From an optimization exercise on the open Yosys and OpenROAD flow, aimed at small area and few clock cycles; shortcuts taken in it are not production practice. In this exercise RTL edits were held to simulation tests only and were not proved equivalent to the original. No activity file was given, so power comes from the tool's default toggle rates.

==> flow/design.v (excerpt) <==
module tdc_calc (
    input  wire        clk,
    input  wire        rst,           
    input  wire        cmd_valid,
    output wire        cmd_ready,
    input  wire [1:0]  cmd_op,        
    input  wire [23:0] cmd_s1,        
    input  wire [23:0] cmd_s2,        
    input  wire [31:0] cmd_r,         
    input  wire [20:0] cmd_k_start,   
    input  wire [20:0] cmd_k_stop,    
    output reg         cal_done,
    output reg         cal_pass,
    output wire [31:0] gain,
    output wire [15:0] offset,
    output wire [31:0] m1,
    output wire [31:0] m2,
    output reg         res_done,
    output wire [47:0] value,
    output wire [31:0] vmin,
    output wire [31:0] vmax,
    output wire        order_rev,
    output wire        below_res,
    output wire [15:0] shots,
    output wire [15:0] rev
);
For scale: roughly 390 I/O pins, roughly 38,000 sq um of cells after synthesis.
==> flow/config.mk <==
export PLATFORM = sky130hd
export DESIGN_NAME = tdc_calc
export DESIGN_NICKNAME = tdc_calc
export VERILOG_FILES = /design/flow/design.v
export SDC_FILE = /design/flow/constraint.sdc
export NUM_CORES = 4
export LEC_CHECK = 0
export CAP_MARGIN = 20
export CELL_PAD_IN_SITES_DETAIL_PLACEMENT = 2
export CELL_PAD_IN_SITES_GLOBAL_PLACEMENT = 2
export CORE_MARGIN = 2
export CORE_UTILIZATION = 30
export CTS_BUF_LIST = sky130_fd_sc_hd__clkbuf_8
export CTS_CLUSTER_DIAMETER = 60
export CTS_CLUSTER_SIZE = 15
export SLEW_MARGIN = 20
export SYNTH_HIERARCHICAL = 1
export SYNTH_MINIMUM_KEEP_SIZE = 0
==> flow/constraint.sdc <==
create_clock -name core_clock -period 30.0 [get_ports {clk}]
set_input_delay 6.0000 -clock core_clock [delete_from_list [all_inputs] [get_ports {clk}]]
set_output_delay 6.0000 -clock core_clock [all_outputs]
set_load 0.01 [all_outputs]
run.sh (not shown) runs the stock make flow with config.mk's settings and CLKGATE_MAP_FILE= SYNTH_SCRIPT=/design/flow/synth_recipe.tcl, a recipe that flattens the netlist after the stock synthesis.
Testbench counts at the start, summed over its fixed seeds: cycles 30,203.
Rerun with:
--- a/flow/design.v
+++ b/flow/design.v
@@ -1212,29 +1212,29 @@
     tdc_fa u_t1033 (.a(rn[28]), .b(t812), .c(t920), .s(t1033), .co(t1034));
     wire t1035, t1036;
     assign t1035 = ~rn[29];
     assign t1036 = rn[29];
     wire t1037, t1038;
     assign t1037 = ~rn[30];
     assign t1038 = rn[30];
     wire [62:0] an = {1'b0, ~rn[31], t1037, t1035, t1033, t1031, t1029, t1027, t1025, t1023, t1021, t1019, t1017, t1015, t1013, t1011, t1009, t1007, t1005, t1003, t1001, t999, t997, t995, t993, t991, t989, t987, t985, t983, t981, t979, t977, t975, t973, t971, t969, t967, t965, t963, t961, t959, t957, t955, t953, t951, t949, t947, t945, t943, t941, t939, t937, t935, t933, t931, t929, t927, t925, t923, t921, pn0[1], pn0[0]};
     wire [62:0] bn = {1'b1, t1038, t1036, t1034, t1032, t1030, t1028, t1026, t1024, t1022, t1020, t1018, t1016, t1014, t1012, t1010, t1008, t1006, t1004, t1002, t1000, t998, t996, t994, t992, t990, t988, t986, t984, t982, t980, t978, t976, t974, t972, t970, t968, t966, t964, t962, t960, t958, t956, t954, t952, t950, t948, t946, t944, t942, t940, t938, t936, t934, t932, t930, t928, t926, t924, t922, ~rc[2], ~rc[1], ~rc[0]};
-    wire [44:0] cl;                   
+    wire [32:0] cl;                   
     assign cl[0] = 1'b1;
     wire [62:0] wn;
-    tdc_fa u_lo [43:0] (.a(an[43:0]), .b(bn[43:0]), .c(cl[43:0]), .s(wn[43:0]), .co(cl[44:1]));
-    wire [62:44] h0, h1;
-    wire [63:44] c0, c1;
-    assign c0[44] = 1'b1;               
-    assign c1[44] = 1'b0;               
-    tdc_fa u_h0 [62:44] (.a(an[62:44]), .b(bn[62:44]), .c(c0[62:44]), .s(h0), .co(c0[63:45]));
-    tdc_fa u_h1 [62:44] (.a(an[62:44]), .b(bn[62:44]), .c(c1[62:44]), .s(h1), .co(c1[63:45]));
-    assign wn[62:44] = cl[44] ? h0 : h1;
+    tdc_fa u_lo [31:0] (.a(an[31:0]), .b(bn[31:0]), .c(cl[31:0]), .s(wn[31:0]), .co(cl[32:1]));
+    wire [62:32] h0, h1;
+    wire [63:32] c0, c1;
+    assign c0[32] = 1'b1;               
+    assign c1[32] = 1'b0;               
+    tdc_fa u_h0 [62:32] (.a(an[62:32]), .b(bn[62:32]), .c(c0[62:32]), .s(h0), .co(c0[63:33]));
+    tdc_fa u_h1 [62:32] (.a(an[62:32]), .b(bn[62:32]), .c(c1[62:32]), .s(h1), .co(c1[63:33]));
+    assign wn[62:32] = cl[32] ? h0 : h1;
     assign w = ~wn;
 endmodule
 module tdc_calc (
     input  wire        clk,
     input  wire        rst,           
     input  wire        cmd_valid,
     output wire        cmd_ready,
     input  wire [1:0]  cmd_op,        
     input  wire [23:0] cmd_s1,        
The changed run went through all stages and came out clean.
Fmax grows by 3.6%.
Cell count barely changes.
Count of clock-buffer cells in the layout shrinks by 1.
First-iteration DRC count grows by 1.7%.
Setup slack gets better by 920 ps.
Global-route usage shrinks by 1.4 points.
Hold slack gets worse by 4.8 ps.
Core utilization shrinks by 0.33 points.
Cell area hardly moves.
Routed wire length shrinks by 3.7%.
Die area grows by 0.87%.
Clock power shrinks by about 12%.
Testbench counts after the change, summed over its fixed seeds: cycles 30,203.

==> re-timing with driven ports <==
No port has a modelled driver above. Below, the same layouts with a new extraction and two added sets of constraints.
Step 1 assumes that a clkbuf_16 drives the clock port and a buf_2 every other input.
Step 2 adds t to the input delays and takes it off the output delays; t is the mean of the earliest and latest rising clock arrival at the registers after step 1. Input paths then give back, and output paths get back, about the clock's delay inside the block.
Three values: ideal ports, drivers, drivers and shift; two values: the first two.
run | t (ns) | setup slack, ns | worst setup path after step 2 | latest minus earliest clock arrival (ns) | worst data-port slew with drivers (ns)
the first run | 0.706 | 3.197 / 3.216 / 2.511 | input to register | 0.055 / 0.055 | 0.07
the second run | 0.685 | 4.116 / 4.116 / 4.116 | register to register | 0.060 / 0.061 | 0.08
After both steps every run listed still meets setup and hold. The setup slack of the first run, which loses most, moves by +0.019 ns with the drivers and by -0.686 ns with both steps.
